This design comes from an exercise in tuning for small area, a short achievable clock period and few clock cycles per item on the open sky130 flow, not from production work. In this exercise RTL edits were held to simulation tests only and were not proved equivalent to the original.

==> run G <==
==> flow/design.v <==
module sha384_k (
    input  wire [6:0]  idx,
    output reg  [63:0] k
);
    always @(*) begin
        case (idx)
            7'd0: k = 64'h428a2f98d728ae22;
            7'd1: k = 64'h7137449123ef65cd;
            7'd2: k = 64'hb5c0fbcfec4d3b2f;
            7'd3: k = 64'he9b5dba58189dbbc;
            7'd4: k = 64'h3956c25bf348b538;
            7'd5: k = 64'h59f111f1b605d019;
            7'd6: k = 64'h923f82a4af194f9b;
            7'd7: k = 64'hab1c5ed5da6d8118;
            7'd8: k = 64'hd807aa98a3030242;
            7'd9: k = 64'h12835b0145706fbe;
            7'd10: k = 64'h243185be4ee4b28c;
            7'd11: k = 64'h550c7dc3d5ffb4e2;
            7'd12: k = 64'h72be5d74f27b896f;
            7'd13: k = 64'h80deb1fe3b1696b1;
            7'd14: k = 64'h9bdc06a725c71235;
            7'd15: k = 64'hc19bf174cf692694;
            7'd16: k = 64'he49b69c19ef14ad2;
            7'd17: k = 64'hefbe4786384f25e3;
            7'd18: k = 64'h0fc19dc68b8cd5b5;
            7'd19: k = 64'h240ca1cc77ac9c65;
            7'd20: k = 64'h2de92c6f592b0275;
            7'd21: k = 64'h4a7484aa6ea6e483;
            7'd22: k = 64'h5cb0a9dcbd41fbd4;
            7'd23: k = 64'h76f988da831153b5;
            7'd24: k = 64'h983e5152ee66dfab;
            7'd25: k = 64'ha831c66d2db43210;
            7'd26: k = 64'hb00327c898fb213f;
            7'd27: k = 64'hbf597fc7beef0ee4;
            7'd28: k = 64'hc6e00bf33da88fc2;
            7'd29: k = 64'hd5a79147930aa725;
            7'd30: k = 64'h06ca6351e003826f;
            7'd31: k = 64'h142929670a0e6e70;
            7'd32: k = 64'h27b70a8546d22ffc;
            7'd33: k = 64'h2e1b21385c26c926;
            7'd34: k = 64'h4d2c6dfc5ac42aed;
            7'd35: k = 64'h53380d139d95b3df;
            7'd36: k = 64'h650a73548baf63de;
            7'd37: k = 64'h766a0abb3c77b2a8;
            7'd38: k = 64'h81c2c92e47edaee6;
            7'd39: k = 64'h92722c851482353b;
            7'd40: k = 64'ha2bfe8a14cf10364;
            7'd41: k = 64'ha81a664bbc423001;
            7'd42: k = 64'hc24b8b70d0f89791;
            7'd43: k = 64'hc76c51a30654be30;
            7'd44: k = 64'hd192e819d6ef5218;
            7'd45: k = 64'hd69906245565a910;
            7'd46: k = 64'hf40e35855771202a;
            7'd47: k = 64'h106aa07032bbd1b8;
            7'd48: k = 64'h19a4c116b8d2d0c8;
            7'd49: k = 64'h1e376c085141ab53;
            7'd50: k = 64'h2748774cdf8eeb99;
            7'd51: k = 64'h34b0bcb5e19b48a8;
            7'd52: k = 64'h391c0cb3c5c95a63;
            7'd53: k = 64'h4ed8aa4ae3418acb;
            7'd54: k = 64'h5b9cca4f7763e373;
            7'd55: k = 64'h682e6ff3d6b2b8a3;
            7'd56: k = 64'h748f82ee5defb2fc;
            7'd57: k = 64'h78a5636f43172f60;
            7'd58: k = 64'h84c87814a1f0ab72;
            7'd59: k = 64'h8cc702081a6439ec;
            7'd60: k = 64'h90befffa23631e28;
            7'd61: k = 64'ha4506cebde82bde9;
            7'd62: k = 64'hbef9a3f7b2c67915;
            7'd63: k = 64'hc67178f2e372532b;
            7'd64: k = 64'hca273eceea26619c;
            7'd65: k = 64'hd186b8c721c0c207;
            7'd66: k = 64'heada7dd6cde0eb1e;
            7'd67: k = 64'hf57d4f7fee6ed178;
            7'd68: k = 64'h06f067aa72176fba;
            7'd69: k = 64'h0a637dc5a2c898a6;
            7'd70: k = 64'h113f9804bef90dae;
            7'd71: k = 64'h1b710b35131c471b;
            7'd72: k = 64'h28db77f523047d84;
            7'd73: k = 64'h32caab7b40c72493;
            7'd74: k = 64'h3c9ebe0a15c9bebc;
            7'd75: k = 64'h431d67c49c100d4c;
            7'd76: k = 64'h4cc5d4becb3e42b6;
            7'd77: k = 64'h597f299cfc657e2a;
            7'd78: k = 64'h5fcb6fab3ad6faec;
            7'd79: k = 64'h6c44198c4a475817;
            default: k = 64'h0;
        endcase
    end
endmodule
module bn_sha384 (
    input  wire         clk,
    input  wire         rst,
    input  wire         in_valid,
    output wire         in_ready,
    input  wire [63:0]  in_data,
    input  wire         in_first,
    output reg          out_valid,
    output wire [383:0] out_digest
);
    localparam [63:0] IV0 = 64'hcbbb9d5dc1059ed8, IV1 = 64'h629a292a367cd507,
                      IV2 = 64'h9159015a3070dd17, IV3 = 64'h152fecd8f70e5939,
                      IV4 = 64'h67332667ffc00b31, IV5 = 64'h8eb44a8768581511,
                      IV6 = 64'hdb0c2e0d64f98fa7, IV7 = 64'h47b5481dbefa4fa4;
    function [63:0] rotr(input [63:0] x, input integer n);
        rotr = (x >> n) | (x << (64 - n));
    endfunction
    reg        rdy;          
    reg [3:0]  s9;           
    reg [2:0]  s5;           
    reg [4:0]  wcnt;         
    reg        idle;         
    reg        nv;           
    reg [6:0]  widx;
    reg        first_r;      
    reg        pv;           
    reg [6:0]  pidx;
    reg        pfirst;       
    reg        fin;          
    assign in_ready = rdy;
    wire accept = in_valid & rdy;
    wire sched  = nv && (widx >= 7'd15) && (widx < 7'd79);
    wire r78    = pv && (pidx == 7'd78);
    wire ivload = nv && (widx == 7'd0) && first_r;
    wire ff     = (pv && (pidx >= 7'd77)) || fin;
    wire [4:0] wcnt_n = accept ? wcnt + 5'd1 : (r78 ? 5'd0 : wcnt);
    wire [3:0] s9_n   = (accept || r78 || s9 == 4'd8) ? 4'd0 : s9 + 4'd1;
    wire [2:0] s5_n   = (accept || r78 || s5 == 3'd4) ? 3'd0 : s5 + 3'd1;
    wire       idle_n = idle && !accept;
    wire       rdy_n  = !wcnt_n[4] &&
                        ((wcnt_n == 5'd0) ? (idle_n || s9_n == 4'd0)
                                          : (s9_n == 4'd0 && s5_n == 3'd0));
    always @(posedge clk) begin
        if (rst) begin
            rdy       <= 1'b1;
            s9        <= 4'd0;
            s5        <= 3'd0;
            wcnt      <= 5'd0;
            idle      <= 1'b1;
            nv        <= 1'b0;
            pv        <= 1'b0;
            pfirst    <= 1'b0;
            fin       <= 1'b0;
            out_valid <= 1'b0;
        end else begin
            rdy       <= rdy_n;
            s9        <= s9_n;
            s5        <= s5_n;
            wcnt      <= wcnt_n;
            idle      <= idle_n;
            nv        <= sched | accept;
            pv        <= nv;
            pfirst    <= ivload;
            fin       <= pv && (pidx == 7'd79);
            out_valid <= fin;
        end
        widx    <= sched ? widx + 7'd1 : {3'd0, wcnt[3:0]};
        pidx    <= widx;
        first_r <= in_first;
    end
    reg [63:0] nw;
    reg [63:0] ring [0:14];      
    wire [63:0] r14 = ring[14], r9 = ring[9], r1 = ring[1], r0 = ring[0];
    wire [63:0] sm0 = rotr(r1, 1) ^ rotr(r1, 8) ^ (r1 >> 7);
    wire [63:0] sm1 = rotr(r14, 19) ^ rotr(r14, 61) ^ (r14 >> 6);
    wire [63:0] w_sched = sm1 + r9 + sm0 + r0;
    integer i;
    always @(posedge clk) begin
        nw <= sched ? w_sched : in_data;
        for (i = 0; i < 14; i = i + 1) ring[i] <= ring[i + 1];
        ring[14] <= nv ? nw : ring[0];
    end
    reg [63:0] a, b, c, d, e, f, g, h, x;
    reg [63:0] p;
    reg [63:0] hr [0:8];
    wire [63:0] k_w;
    sha384_k u_k (.idx(widx), .k(k_w));
    wire [63:0] hsrc = (widx == 7'd0) ? (first_r ? IV7 : hr[1]) : g;
    always @(posedge clk) p <= hsrc + k_w + nw;
    wire [63:0] S1 = rotr(e, 14) ^ rotr(e, 18) ^ rotr(e, 41);
    wire [63:0] CH = (e & f) ^ (~e & g);
    wire [63:0] S0 = rotr(a, 28) ^ rotr(a, 34) ^ rotr(a, 39);
    wire [63:0] MJ = (a & b) | (c & (a | b));
    wire [63:0] es1 = p ^ CH ^ d;
    wire [63:0] ec1 = ((p & CH) | (p & d) | (CH & d)) << 1;
    wire [63:0] es2 = es1 ^ ec1 ^ S1;
    wire [63:0] ec2 = ((es1 & ec1) | (es1 & S1) | (ec1 & S1)) << 1;
    wire [63:0] e_new = es2 + ec2;
    wire [63:0] as1 = p ^ CH ^ MJ;
    wire [63:0] ac1 = ((p & CH) | (p & MJ) | (CH & MJ)) << 1;
    wire [63:0] as2 = as1 ^ ac1 ^ S1;
    wire [63:0] ac2 = ((as1 & ac1) | (as1 & S1) | (ac1 & S1)) << 1;
    wire [63:0] as3 = as2 ^ ac2 ^ S0;
    wire [63:0] ac3 = ((as2 & ac2) | (as2 & S0) | (ac2 & S0)) << 1;
    wire [63:0] a_new = as3 + ac3;
    wire [63:0] addA = hr[0] + (ff ? a : 64'd0);
    wire [63:0] addE = hr[4] + (ff ? e : 64'd0);
    always @(posedge clk) begin
        if (ivload) begin
            a <= IV0; b <= IV1; c <= IV2; d <= IV3;
            e <= IV4; f <= IV5; g <= IV6; h <= IV7;
        end else if (fin) begin
            a <= addA; b <= hr[8]; c <= hr[7]; d <= hr[6];
            e <= addE; f <= hr[3]; g <= hr[2]; h <= hr[1];
        end else begin
            a <= pv ? a_new : x;
            b <= a; c <= b; d <= c;
            e <= pv ? e_new : d;
            f <= e; g <= f; h <= g;
        end
        x <= h;
        hr[3] <= addE;
        if (pfirst) begin
            hr[0] <= IV6; hr[1] <= IV5; hr[2] <= IV4;
            hr[4] <= IV3; hr[5] <= IV2; hr[6] <= IV1; hr[7] <= IV0; hr[8] <= IV7;
        end else begin
            hr[0] <= hr[1]; hr[1] <= hr[2]; hr[2] <= hr[3];
            hr[4] <= hr[5]; hr[5] <= hr[6]; hr[6] <= hr[7]; hr[7] <= hr[8];
            hr[8] <= addA;
        end
    end
    assign out_digest = {hr[8], hr[7], hr[6], hr[5], hr[3], hr[2]};
endmodule
==> flow/run.sh <==
#!/bin/bash
# synth_recipe.tcl (not shown) runs the flow's synth.tcl, then flattens the netlist and writes it again
# the make line also repeats each setting of config.mk as NAME=value (left out here)
make -C /OpenROAD-flow-scripts/flow DESIGN_CONFIG=/design/flow/config.mk WORK_HOME=/design/flow/orfs CLKGATE_MAP_FILE= SYNTH_SCRIPT=/design/flow/synth_recipe.tcl finish
==> flow/config.mk <==
export PLATFORM = sky130hd
export DESIGN_NAME = bn_sha384
export DESIGN_NICKNAME = bn_sha384
export VERILOG_FILES = /design/flow/design.v
export SDC_FILE = /design/flow/constraint.sdc
export NUM_CORES = 4
export LEC_CHECK = 0
export CAP_MARGIN = 20
export CORE_MARGIN = 2
export CORE_UTILIZATION = 40
export PLACE_DENSITY = 0.6
export SLEW_MARGIN = 20
export SYNTH_MEMORY_MAX_BITS = 16384
==> flow/constraint.sdc <==
create_clock -name core_clock -period 15.0 [get_ports {clk}]
set_input_delay 3.0000 -clock core_clock [delete_from_list [all_inputs] [get_ports {clk}]]
set_output_delay 3.0000 -clock core_clock [all_outputs]
set_load 0.01 [all_outputs]
==> inputs of run R, as changes to run G <==
--- a/flow/design.v
+++ b/flow/design.v
@@ -105,6 +105,25 @@
     function [63:0] rotr(input [63:0] x, input integer n);
         rotr = (x >> n) | (x << (64 - n));
     endfunction
+    function [63:0] add_bk(input [63:0] x, input [63:0] y);
+        reg [63:0] gg, pp;
+        integer l, j;
+        begin
+            gg = x & y;
+            pp = x ^ y;
+            for (l = 0; l < 6; l = l + 1)
+                for (j = 0; j < 64; j = j + 1)
+                    if (((j + 1) % (2 << l)) == 0) begin
+                        gg[j] = gg[j] | (pp[j] & gg[j - (1 << l)]);
+                        pp[j] = pp[j] & pp[j - (1 << l)];
+                    end
+            for (l = 4; l >= 0; l = l - 1)
+                for (j = 0; j < 64; j = j + 1)
+                    if (((j + 1) % (2 << l)) == (1 << l) && j > (1 << l))
+                        gg[j] = gg[j] | (pp[j] & gg[j - (1 << l)]);
+            add_bk = (x ^ y) ^ {gg[62:0], 1'b0};
+        end
+    endfunction
     reg        rdy;          
     reg [3:0]  s9;           
     reg [2:0]  s5;           
@@ -112,6 +131,7 @@
     reg        idle;         
     reg        nv;           
     reg [6:0]  widx;
+    reg [6:0]  kc;           
     reg        first_r;      
     reg        pv;           
     reg [6:0]  pidx;
@@ -121,15 +141,24 @@
     wire accept = in_valid & rdy;
     wire sched  = nv && (widx >= 7'd15) && (widx < 7'd79);
     wire r78    = pv && (pidx == 7'd78);
-    wire ivload = nv && (widx == 7'd0) && first_r;
-    wire ff     = (pv && (pidx >= 7'd77)) || fin;
-    wire [4:0] wcnt_n = accept ? wcnt + 5'd1 : (r78 ? 5'd0 : wcnt);
-    wire [3:0] s9_n   = (accept || r78 || s9 == 4'd8) ? 4'd0 : s9 + 4'd1;
-    wire [2:0] s5_n   = (accept || r78 || s5 == 3'd4) ? 3'd0 : s5 + 3'd1;
+    reg  ivload;             
+    reg  ff;                 
+    reg  w0;                 
+    wire [4:0] wcnt_q = r78 ? 5'd0 : wcnt;
+    wire [3:0] s9_q   = (r78 || s9 == 4'd8) ? 4'd0 : s9 + 4'd1;
+    wire [2:0] s5_q   = (r78 || s5 == 3'd4) ? 3'd0 : s5 + 3'd1;
+    wire       rdy_q  = !wcnt_q[4] &&
+                        ((wcnt_q == 5'd0) ? (idle || s9_q == 4'd0)
+                                          : (s9_q == 4'd0 && s5_q == 3'd0));
+    wire [6:0] widx_n = sched ? widx + 7'd1 : {3'd0, wcnt[3:0]};
+    wire [6:0] kc_q   = wcnt_q[4] ? widx_n + 7'd1 : {3'd0, wcnt_q[3:0]};
+    wire [6:0] kc_a   = (wcnt[3:0] == 4'd15) ? 7'd16 : {3'd0, wcnt[3:0] + 4'd1};
+    wire [4:0] wcnt_n = accept ? wcnt + 5'd1 : wcnt_q;
+    wire [3:0] s9_n   = accept ? 4'd0 : s9_q;
+    wire [2:0] s5_n   = accept ? 3'd0 : s5_q;
+    wire       rdy_n  = accept ? (wcnt[3:0] != 4'd15) : rdy_q;
     wire       idle_n = idle && !accept;
-    wire       rdy_n  = !wcnt_n[4] &&
-                        ((wcnt_n == 5'd0) ? (idle_n || s9_n == 4'd0)
-                                          : (s9_n == 4'd0 && s5_n == 3'd0));
+    wire [6:0] kc_n   = accept ? kc_a : kc_q;
     always @(posedge clk) begin
         if (rst) begin
             rdy       <= 1'b1;
@@ -142,7 +171,11 @@
             pfirst    <= 1'b0;
             fin       <= 1'b0;
             out_valid <= 1'b0;
+            ivload    <= 1'b0;
+            ff        <= 1'b0;
         end else begin
+            ivload    <= accept && (wcnt == 5'd0) && in_first;
+            ff        <= (nv && (widx >= 7'd77)) || (pv && (pidx == 7'd79));
             rdy       <= rdy_n;
             s9        <= s9_n;
             s5        <= s5_n;
@@ -154,7 +187,9 @@
             fin       <= pv && (pidx == 7'd79);
             out_valid <= fin;
         end
-        widx    <= sched ? widx + 7'd1 : {3'd0, wcnt[3:0]};
+        widx    <= widx_n;
+        kc      <= rst ? 7'd0 : kc_n;
+        w0      <= (widx_n == 7'd0);
         pidx    <= widx;
         first_r <= in_first;
     end
@@ -163,7 +198,11 @@
     wire [63:0] r14 = ring[14], r9 = ring[9], r1 = ring[1], r0 = ring[0];
     wire [63:0] sm0 = rotr(r1, 1) ^ rotr(r1, 8) ^ (r1 >> 7);
     wire [63:0] sm1 = rotr(r14, 19) ^ rotr(r14, 61) ^ (r14 >> 6);
-    wire [63:0] w_sched = sm1 + r9 + sm0 + r0;
+    wire [63:0] ws1 = sm1 ^ r9 ^ r0;
+    wire [63:0] wc1 = ((sm1 & r9) | (sm1 & r0) | (r9 & r0)) << 1;
+    wire [63:0] ws2 = ws1 ^ wc1 ^ sm0;
+    wire [63:0] wc2 = ((ws1 & wc1) | (ws1 & sm0) | (wc1 & sm0)) << 1;
+    wire [63:0] w_sched = ws2 + wc2;
     integer i;
     always @(posedge clk) begin
         nw <= sched ? w_sched : in_data;
@@ -173,41 +212,50 @@
     reg [63:0] a, b, c, d, e, f, g, h, x;
     reg [63:0] p;
     reg [63:0] hr [0:8];
-    wire [63:0] k_w;
-    sha384_k u_k (.idx(widx), .k(k_w));
-    wire [63:0] hsrc = (widx == 7'd0) ? (first_r ? IV7 : hr[1]) : g;
-    always @(posedge clk) p <= hsrc + k_w + nw;
-    wire [63:0] S1 = rotr(e, 14) ^ rotr(e, 18) ^ rotr(e, 41);
-    wire [63:0] CH = (e & f) ^ (~e & g);
+    wire [63:0] k_n;
+    reg  [63:0] k_w;
+    sha384_k u_k (.idx(kc), .k(k_n));
+    always @(posedge clk) k_w <= k_n;
+    wire [63:0] hsrc = w0 ? (first_r ? IV7 : hr[1]) : g;
+    wire [63:0] ps1 = hsrc ^ k_w ^ nw;
+    wire [63:0] pc1 = ((hsrc & k_w) | (hsrc & nw) | (k_w & nw)) << 1;
+    always @(posedge clk) p <= ps1 + pc1;
+    reg  [63:0] s1e, che;
     wire [63:0] S0 = rotr(a, 28) ^ rotr(a, 34) ^ rotr(a, 39);
     wire [63:0] MJ = (a & b) | (c & (a | b));
-    wire [63:0] es1 = p ^ CH ^ d;
-    wire [63:0] ec1 = ((p & CH) | (p & d) | (CH & d)) << 1;
-    wire [63:0] es2 = es1 ^ ec1 ^ S1;
-    wire [63:0] ec2 = ((es1 & ec1) | (es1 & S1) | (ec1 & S1)) << 1;
+    wire [63:0] ts1 = p ^ s1e ^ che;
+    wire [63:0] tc1 = ((p & s1e) | (p & che) | (s1e & che)) << 1;
+    wire [63:0] es2 = ts1 ^ tc1 ^ d;
+    wire [63:0] ec2 = ((ts1 & tc1) | (ts1 & d) | (tc1 & d)) << 1;
     wire [63:0] e_new = es2 + ec2;
-    wire [63:0] as1 = p ^ CH ^ MJ;
-    wire [63:0] ac1 = ((p & CH) | (p & MJ) | (CH & MJ)) << 1;
-    wire [63:0] as2 = as1 ^ ac1 ^ S1;
-    wire [63:0] ac2 = ((as1 & ac1) | (as1 & S1) | (ac1 & S1)) << 1;
+    wire [63:0] as2 = ts1 ^ tc1 ^ MJ;
+    wire [63:0] ac2 = ((ts1 & tc1) | (ts1 & MJ) | (tc1 & MJ)) << 1;
     wire [63:0] as3 = as2 ^ ac2 ^ S0;
     wire [63:0] ac3 = ((as2 & ac2) | (as2 & S0) | (ac2 & S0)) << 1;
     wire [63:0] a_new = as3 + ac3;
-    wire [63:0] addA = hr[0] + (ff ? a : 64'd0);
-    wire [63:0] addE = hr[4] + (ff ? e : 64'd0);
+    wire [63:0] addA = add_bk(hr[0], ff ? a : 64'd0);
+    wire [63:0] addE = add_bk(hr[4], ff ? e : 64'd0);
+    function [63:0] bs1(input [63:0] v);
+        bs1 = rotr(v, 14) ^ rotr(v, 18) ^ rotr(v, 41);
+    endfunction
+    wire        rnd = pv && !ivload && !fin;
+    wire [63:0] e_o = ivload ? IV4 : fin ? addE : d;
+    wire [63:0] e_n = rnd ? e_new : e_o;
+    wire [63:0] f_n = ivload ? IV5 : fin ? hr[3] : e;
+    wire [63:0] g_n = ivload ? IV6 : fin ? hr[2] : f;
     always @(posedge clk) begin
         if (ivload) begin
             a <= IV0; b <= IV1; c <= IV2; d <= IV3;
-            e <= IV4; f <= IV5; g <= IV6; h <= IV7;
         end else if (fin) begin
             a <= addA; b <= hr[8]; c <= hr[7]; d <= hr[6];
-            e <= addE; f <= hr[3]; g <= hr[2]; h <= hr[1];
         end else begin
             a <= pv ? a_new : x;
             b <= a; c <= b; d <= c;
-            e <= pv ? e_new : d;
-            f <= e; g <= f; h <= g;
-        end
+        end
+        e <= e_n; f <= f_n; g <= g_n;
+        h <= ivload ? IV7 : fin ? hr[1] : g;
+        s1e <= rnd ? bs1(e_new) : bs1(e_o);
+        che <= rnd ? ((e_new & e) ^ (~e_new & f)) : ((e_o & f_n) ^ (~e_o & g_n));
         x <= h;
         hr[3] <= addE;
         if (pfirst) begin
==> flow/flow/run.sh (new file) <==
#!/bin/bash
# Layout: the standard flow (standard synthesis, floorplan, placement, CTS,
# routing), with the timing repair steps asked to leave 11 ns of setup slack
# at the 15 ns clock, so that they size and buffer the design for speed, free to pick any
# buffer or gate size (MATCH_CELL_FOOTPRINT=0).
# make's full output goes to make_finish.log in this folder; the ORFS step
# logs are under orfs/logs.
set -euo pipefail
bash standard.sh SETUP_SLACK_MARGIN=11 MATCH_CELL_FOOTPRINT=0 finish > make_finish.log 2>&1
==> flow/standard.sh (new file) <==
#!/bin/bash
# synth_recipe.tcl (not shown) runs the flow's synth.tcl, then flattens the netlist and writes it again
# the make line also repeats each setting of config.mk as NAME=value (left out here)
make -C /OpenROAD-flow-scripts/flow DESIGN_CONFIG=/design/flow/config.mk WORK_HOME=/design/flow/orfs CLKGATE_MAP_FILE= SYNTH_SCRIPT=/design/flow/synth_recipe.tcl "${@:-finish}"
- ABC_AREA: unset -> 1
- CORE_UTILIZATION: 40 -> 45
removed: flow/run.sh
==> flow_summary_export.csv <==
group,metric,value,unit
outcome,outcome,"finished clean",
synthesis,synth_top_family_by_area,"adder cells",
synthesis,syn_nets,12000,
critical_path,crit_required,15.73,ns
critical_path,startpoint,"widx[3]$_DFF_P_",
global_route,track_usage,34.9,%
layout,final_area,0.124,mm^2
(the above is from run G)
==> flow_summary_export.csv <==
group,metric,value,unit
sta,slew_violations,5,
critical_path,startpoint,"hr[7][25]$_SDFF_PP0_",
synthesis,syn_nets,15100,
job,drv_cap,2,
outcome,so.violations,"capacitance limit, slew limit",
synthesis,synth_top_family_by_area,"simple AND/OR/NAND/NOR gates",
outcome,outcome,"failed layout checks",
critical_path,crit_required,12.00,ns
layout,final_area,0.150,mm^2
global_route,track_usage,50.4,%
(the above is from run R)
Testbench counts of run G, summed over its fixed seeds: cycles 31,120, blocks 384.
Testbench counts of run R, summed over its fixed seeds: cycles 31,120, blocks 384.

## static timing again, ports no longer ideal
Ports are ideal in the flow. The routed layouts listed here were re-timed in OpenROAD. Step 1 sets driving cells, clkbuf_16 on the clock port and buf_2 on the other inputs (assumed; they add their load-dependent delay and slew). Step 2, shift: input delay + t, output delay - t, t = (earliest + latest rising clock arrival at the registers) / 2. This alone moves slack from input paths to output paths. Slacks: ideal ports / drivers / drivers and shift; pairs: ideal ports / drivers.
run | t (ns) | setup slack, ns | worst setup path at the end | slew at the worst register clock pin (ns) | pins driven straight from the clock port
run G | 0.996 | 7.102 / 7.102 / 7.102 | register to register | 0.07 / 0.07 | 1
run R | 0.985 | 10.305 / 10.196 / 10.207 | input to register | 0.07 / 0.07 | 1
The setup slack of run R, which loses most, moves by -0.109 ns with the drivers and by -0.098 ns with both steps.
